Source: an optimization exercise on an open RTL-to-GDS flow (aim: small area and a short achievable clock period). Production flows keep margins and buffers that such runs may drop.
Only simulation tests tie the RTL to the original design; equivalence was not proved.
No activity file was given, so power comes from the tool's default toggle rates.

$ cat flow/run.sh
#!/bin/bash
# synth_recipe.tcl (not shown) runs the flow's synth.tcl, then flattens the netlist and writes it again
# the make line also repeats each setting of config.mk as NAME=value (left out here)
make -C /OpenROAD-flow-scripts/flow DESIGN_CONFIG=/design/flow/config.mk WORK_HOME=/design/flow/orfs CLKGATE_MAP_FILE= SYNTH_SCRIPT=/design/flow/synth_recipe.tcl finish
$ cat flow/config.mk
export PLATFORM = sky130hd
export DESIGN_NAME = egress_arb
export DESIGN_NICKNAME = egress_arb
export VERILOG_FILES = /design/flow/design.v
export SDC_FILE = /design/flow/constraint.sdc
export NUM_CORES = 4
export LEC_CHECK = 0
export CAP_MARGIN = 20
export CORE_MARGIN = 2
export CORE_UTILIZATION = 40
export SLEW_MARGIN = 20
$ cat flow/constraint.sdc
create_clock -name core_clock -period 42.0 [get_ports {clk}]
set_input_delay 8.4000 -clock core_clock [delete_from_list [all_inputs] [get_ports {clk}]]
set_output_delay 8.4000 -clock core_clock [all_outputs]
set_load 0.01 [all_outputs]
$ cat flow/design.v
module egress_arb (
    input  wire        clk,
    input  wire        rst,           
    input  wire [15:0] req,           
    input  wire [15:0] fits,          
    input  wire [79:0] flits,         
    input  wire        map_we,        
    input  wire [3:0]  map_idx,
    input  wire [3:0]  map_val,
    input  wire        commit,        
    input  wire [15:0] clr,           
    output wire        gnt,           
    output wire [3:0]  gnt_idx,       
    output reg  [3:0]  last_win,      
    output wire        busy,          
    output wire [15:0] in_backoff,
    output wire [15:0] capped,        
    output wire [63:0] act_map        
);
    localparam [2:0] PH_IDLE  = 3'd0;
    localparam [2:0] PH_CLOSE = 3'd2;
    localparam [2:0] PH_GRANT = 3'd5;
    reg  [3:0]  map_sh  [0:15];
    reg  [3:0]  map_act [0:15];
    reg  [3:0]  loss    [0:15];
    reg  [13:0] bo      [0:15];
    reg  [11:0] age     [0:15];
    reg  [2:0]  ph;
    reg  [5:0]  svc;
    reg  [3:0]  win;
    reg  [15:0] parts;
    reg         cmt_pend;
    integer i;
    wire [15:0] present;
    genvar g;
    generate
        for (g = 0; g < 16; g = g + 1) begin : g_pres
            assign present[g]    = req[g] & fits[g] & (bo[g] == 14'd0);
            assign in_backoff[g] = (bo[g] != 14'd0);
            assign act_map[4*g +: 4] = map_act[g];
        end
    endgenerate
    assign gnt     = (ph == PH_GRANT);
    assign gnt_idx = win;
    assign busy    = gnt | (svc != 6'd0);
    wire open_now = (ph == PH_IDLE) && !busy && (present != 16'd0);
    reg  [3:0]  best_idx;
    reg  [3:0]  best_in;
    reg  [11:0] best_age;
    reg         best_ok;
    always @(*) begin
        best_idx = 4'd0;
        best_in  = 4'd0;
        best_age = 12'd0;
        best_ok  = 1'b0;
        for (i = 0; i < 16; i = i + 1) begin
            if (present[i]) begin
                if (!best_ok || map_act[i] > best_in ||
                    (map_act[i] == best_in && age[i] > best_age)) begin
                    best_idx = i[3:0];
                    best_in  = map_act[i];
                    best_age = age[i];
                    best_ok  = 1'b1;
                end
            end
        end
    end
    wire [4:0] win_flits = flits[5*win +: 5];
    wire [4:0] win_pairs = (win_flits >> 1) + {4'd0, win_flits[0]};
    wire [5:0] win_svc   = (win_pairs == 5'd0) ? 6'd3 : ({1'b0, win_pairs} * 6'd3);
    wire cmt_apply = (commit | cmt_pend) && (ph == PH_IDLE) && !open_now;
    function [13:0] bo_len;
        input [3:0] n;
        begin
            bo_len = (14'd8 << n) - 14'd1;
        end
    endfunction
    always @(posedge clk) begin
        if (rst) begin
            ph       <= PH_IDLE;
            svc      <= 6'd0;
            win      <= 4'd0;
            parts    <= 16'd0;
            cmt_pend <= 1'b0;
            last_win <= 4'd0;
            for (i = 0; i < 16; i = i + 1) begin
                loss[i] <= 4'd0;
                bo[i]   <= 14'd0;
                age[i]  <= 12'd0;
                map_sh[i]  <= (i < 8) ? 4'd12 : i[3:0] - 4'd8;
                map_act[i] <= (i < 8) ? 4'd12 : i[3:0] - 4'd8;
            end
        end else begin
            case (ph)
                PH_IDLE:  if (open_now) ph <= 3'd1;
                PH_CLOSE: begin
                    if (present != 16'd0) begin
                        ph    <= 3'd3;
                        win   <= best_idx;
                        parts <= present;
                    end else begin
                        ph    <= PH_IDLE;
                    end
                end
                PH_GRANT: ph <= PH_IDLE;
                default:  ph <= ph + 3'd1;
            endcase
            if (ph == PH_GRANT)
                svc <= win_svc - 6'd1;
            else if (svc != 6'd0)
                svc <= svc - 6'd1;
            if (ph == PH_GRANT)
                last_win <= map_act[win];
            cmt_pend <= (commit | cmt_pend) & ~cmt_apply;
            for (i = 0; i < 16; i = i + 1) begin
                if (map_we && map_idx == i[3:0]) begin
                    map_sh[i] <= map_val;
                    if (cmt_apply) map_act[i] <= map_val;
                end else if (cmt_apply) begin
                    map_act[i] <= map_sh[i];
                end
            end
            for (i = 0; i < 16; i = i + 1) begin
                if (!req[i] || (ph == PH_GRANT && win == i[3:0]))
                    age[i] <= 12'd0;
                else if (age[i] != 12'hFFF)
                    age[i] <= age[i] + 12'd1;
                if (bo[i] != 14'd0)
                    bo[i] <= bo[i] - 14'd1;
                if (ph == PH_GRANT && parts[i]) begin
                    if (win == i[3:0]) begin
                        loss[i] <= 4'd0;
                    end else begin
                        loss[i] <= (loss[i] < 4'd10) ? loss[i] + 4'd1 : 4'd10;
                        bo[i]   <= bo_len((loss[i] < 4'd10) ? loss[i] + 4'd1 : 4'd10);
                    end
                end
                if (clr[i]) begin
                    loss[i] <= 4'd0;
                    bo[i]   <= 14'd0;
                end
            end
        end
    end
    reg [15:0] capped_r;
    always @(*) begin
        capped_r = 16'd0;
        for (i = 0; i < 16; i = i + 1)
            if (loss[i] >= 4'd10)
                capped_r[map_act[i]] = 1'b1;
    end
    assign capped = capped_r;
endmodule
==> qor.yml <==
status: "finished clean"
async_reset_ff_share_pct: 0
drt_iter0_markers: 4895
maxCapViolCount: 0
cts_tree: "built"
p_leak_uw: 0.0214
cp-start-kind: "input port"
fp-row-count: 127
cts_num_sinks: 642
final_cell_area_um2: 56100
grt_max_degree: 73
fin_nets: 7024
groute.usage.overall_pct: 26.4
finalHoldViolations: 0
routed_wl_mm: 173
yosysWarnings: 6
antenna_found_initial: 7
overflow: 0
timing.final.ws_setup_ps: 1770
cpMostUsedCell: "ha_1"
yosysTopAreaCell: "dfxtp_1"
fin_crit_sh_pct: 95.8
num_vias: 48291
grt_pass1_wl_mm: 262
crit_required_ps: 42560
port_buffers: 245
synth-edff-count: 0
yosysTopAreaCellShare_pct: 26.5
synth-main-ff-cell: "dfxtp_1"
setup_violations: 0
synth.top_cells.by_area: "dfxtp_1 (26%), ha_1 (10%), nor2_1 (6.0%), nand2_1 (4.5%), a21oi_1 (4.2%)"
clk_pin_slew_ps: 50
clk_latency_ps: 690
slew_viol_final: 0
p_per_area_nw_per_um2: 69.9
post-dp-hpwl_mm: 131
grt_pass1_vias: 43961
yosysUniqueCellTypes: 105
cp.arrival_ps: 40800
place_area_um2: 52600
htreeDepth: 3
worst_pin_slew_ps: 1140
cts_buffer_depth: 3
wl_per_cell_um: 21.1
die-area_um2: 124000
ant_nets: 0
synth-seq-cells: 642
cp_num_buf_inv: 22
dr.pass1.iters: 9
vdd_drop_max_mv: 0.0459
drive_above_1_share_pct: 7.92
synthMostInstantiatedCell: "nor2_1"
fmax_mhz: 24.9
critical-path-top-delay-family: "compound AO/OA/AOI/OAI gates"
syn2layout_area_growth_pct: 15.5
timing.final.crit_period_ps: 40230
seq_area_frac_synth_pct: 26.5
synthCells: 6369
hold_path.class: "register to register"
cts_made_buffers: 80
hold_slack_ps: 451
cts_root_buffer: "clkbuf_16"
die_w_um: 352
syn-num-nets: 6901
fin_worst_skew_ps: 40.9
finalWeightedCongestion: 1.01
critPathMaxStageDelay_ps: 480
crit_path_top_delay_cell: "clkdlybuf4s50_1"
initial_core_util_pct: 40.4
syn_area_um2: 48600
relSlewSlack_pct: 23.4
path_class: "input port to register"
chipHeight_um: 352
end_kind: "register"
syn_avg_cell_area_um2: 7.62
tns_ps: 0
ios: 246
drc_errors: 0
pre_cts_ws_ps: -1030
core-area_um2: 120000
critical_path_peak_fanout: 29
viasPerCell: 5.91
utilization_pct: 46.7
synthTopCellsByCount: "nor2_1 (772), dfxtp_1 (642), nand2_1 (576)"
==> cells in the final DEF, fill, tap and decap left out, types with 98 or more instances in the layout <==
cell,count
nor2_1,770
dfxtp_1,638
nand2_1,573
a21oi_1,403
ha_1,391
inv_1,311
o21ai_0,258
nor3_1,256
nand3_1,247
clkdlybuf4s50_1,244
xnor2_1,225
a211oi_1,192
mux2i_1,145
xor2_1,126
nand4_1,116
buf_4,110
a31oi_1,98
a22oi_1,98
==> kinds of logic (layout without fill, tap and decap cells) <==
| logic type | after synthesis | in the layout | synth area share, % |
|---|---|---|---|
| DFF | 642 | 642 | 26.5 |
| xor gates and xnor gates | 351 | 351 | 6.33 |
| muxes | 250 | 250 | 6.01 |
| adders and majority gates | 392 | 392 | 10.1 |
| and+or+nand+nor | 2577 | 2577 | 25.7 |
| other | 0 | 1 | 0 |
| AOI/OAI and AO/OA | 1514 | 1519 | 20.4 |
| buffers and inverters | 643 | 823 | 5.01 |
==> stage by stage <==
stage,std cells,power [uW]
floorplan,6369,2430
global placement,7985,3020
detailed placement,7985,3050
CTS,8133,3820
global route,8166,4220
finish,8167,3920
==> sequential cells by signal, summed over array words and instances, names as in the netlist, 3 cells and up <==
name      count
svc           6
loss         64
bo          224
map_act      64
win           4
age         192
parts        16
last_win      4
ph            3
map_sh       64
==> metal layers <==
layer  up-vias  GRT usage [%]  share of wire (%)
met5         -              0              0.023
met4         6           10.9                4.2
met3       346           4.70                7.3
met2      1622           40.1                 43
met1     22927           36.6                 46
li1      23390              -                  -
==> final timing paths <==
| check | slack, ps | start | cells after the start | endpoint |
|---|---|---|---|---|
| worst min-delay path | 450 | parts[5]$_SDFFE_PP0P_ | 2 | parts[5]$_SDFFE_PP0P_ |
| worst max register to register | 9040 | bo[0][9]$_SDFF_PP0_ | 173 | win[1]$_SDFFE_PP0P_ |
| worst max-delay path | 1770 | req[0] | 174 | win[1]$_SDFFE_PP0P_ |
| worst min register to register | 450 | parts[5]$_SDFFE_PP0P_ | 2 | parts[5]$_SDFFE_PP0P_ |
==> final cells by class <==
type                       count  area [um^2]
antenna                        1         2.50
clock buffer                 106         2340
clock inverter                38          480
fill                       11984        64000
inverter                     314         1180
multi-input combinational   5089        33800
sequential                   642        12900
tap                         1612         2020
timing repair buffer         365         3430
==> tightest hold or removal path: cells and delay by family, from the launching register on <==
family             cells  cell delay [ps]
AOI/OAI and AO/OA      1               50
DFF                    1              310
and+or+nand+nor        1               50
==> repair_timing <==
| item | 4_1_cts | 5_1_grt |
|---|---|---|
| hold buffers | 0 | 0 |
| resized for setup | 2 | 99 |
| endpoints found under the setup margin | 3 | 4 |
| pin swaps | 1 | 22 |
| hold endpoints to repair | 0 | 0 |
| setup buffers | 4 | 28 |
| cloned | 0 | 5 |
==> power by group <==
part / leakage [uW] / internal, uW / switching (uW)
clock network: 0.00136 / 448 / 291
logic: 0.0148 / 979 / 1370
registers: 0.00522 / 701 / 129

-- what the ideal ports hide --
The results above use ideal ports. As a check the final layout listed here was re-extracted and re-timed, cells and wires unchanged.
Step 1 (the two cells are an assumption about what drives the block):
set clk [get_ports {clk}]
set_driving_cell -lib_cell sky130_fd_sc_hd__clkbuf_16 $clk
set_driving_cell -lib_cell sky130_fd_sc_hd__buf_2 [delete_from_list [all_inputs] $clk]
Step 2, shift: input delay + t, output delay - t, t = (earliest + latest rising clock arrival at the registers) / 2. This alone moves slack from input paths to output paths.
Three values: no drivers, after step 1, after step 2; two values: the first two.
shift t [ns]: 0.744
setup slack, ns: 1.765 / 1.812 / 1.067
clock arrival spread, ns: 0.043 / 0.043
After both steps setup and hold are still met in this run. For this run, drivers alone change the setup slack by +0.047 ns; drivers and shift together by -0.698 ns.
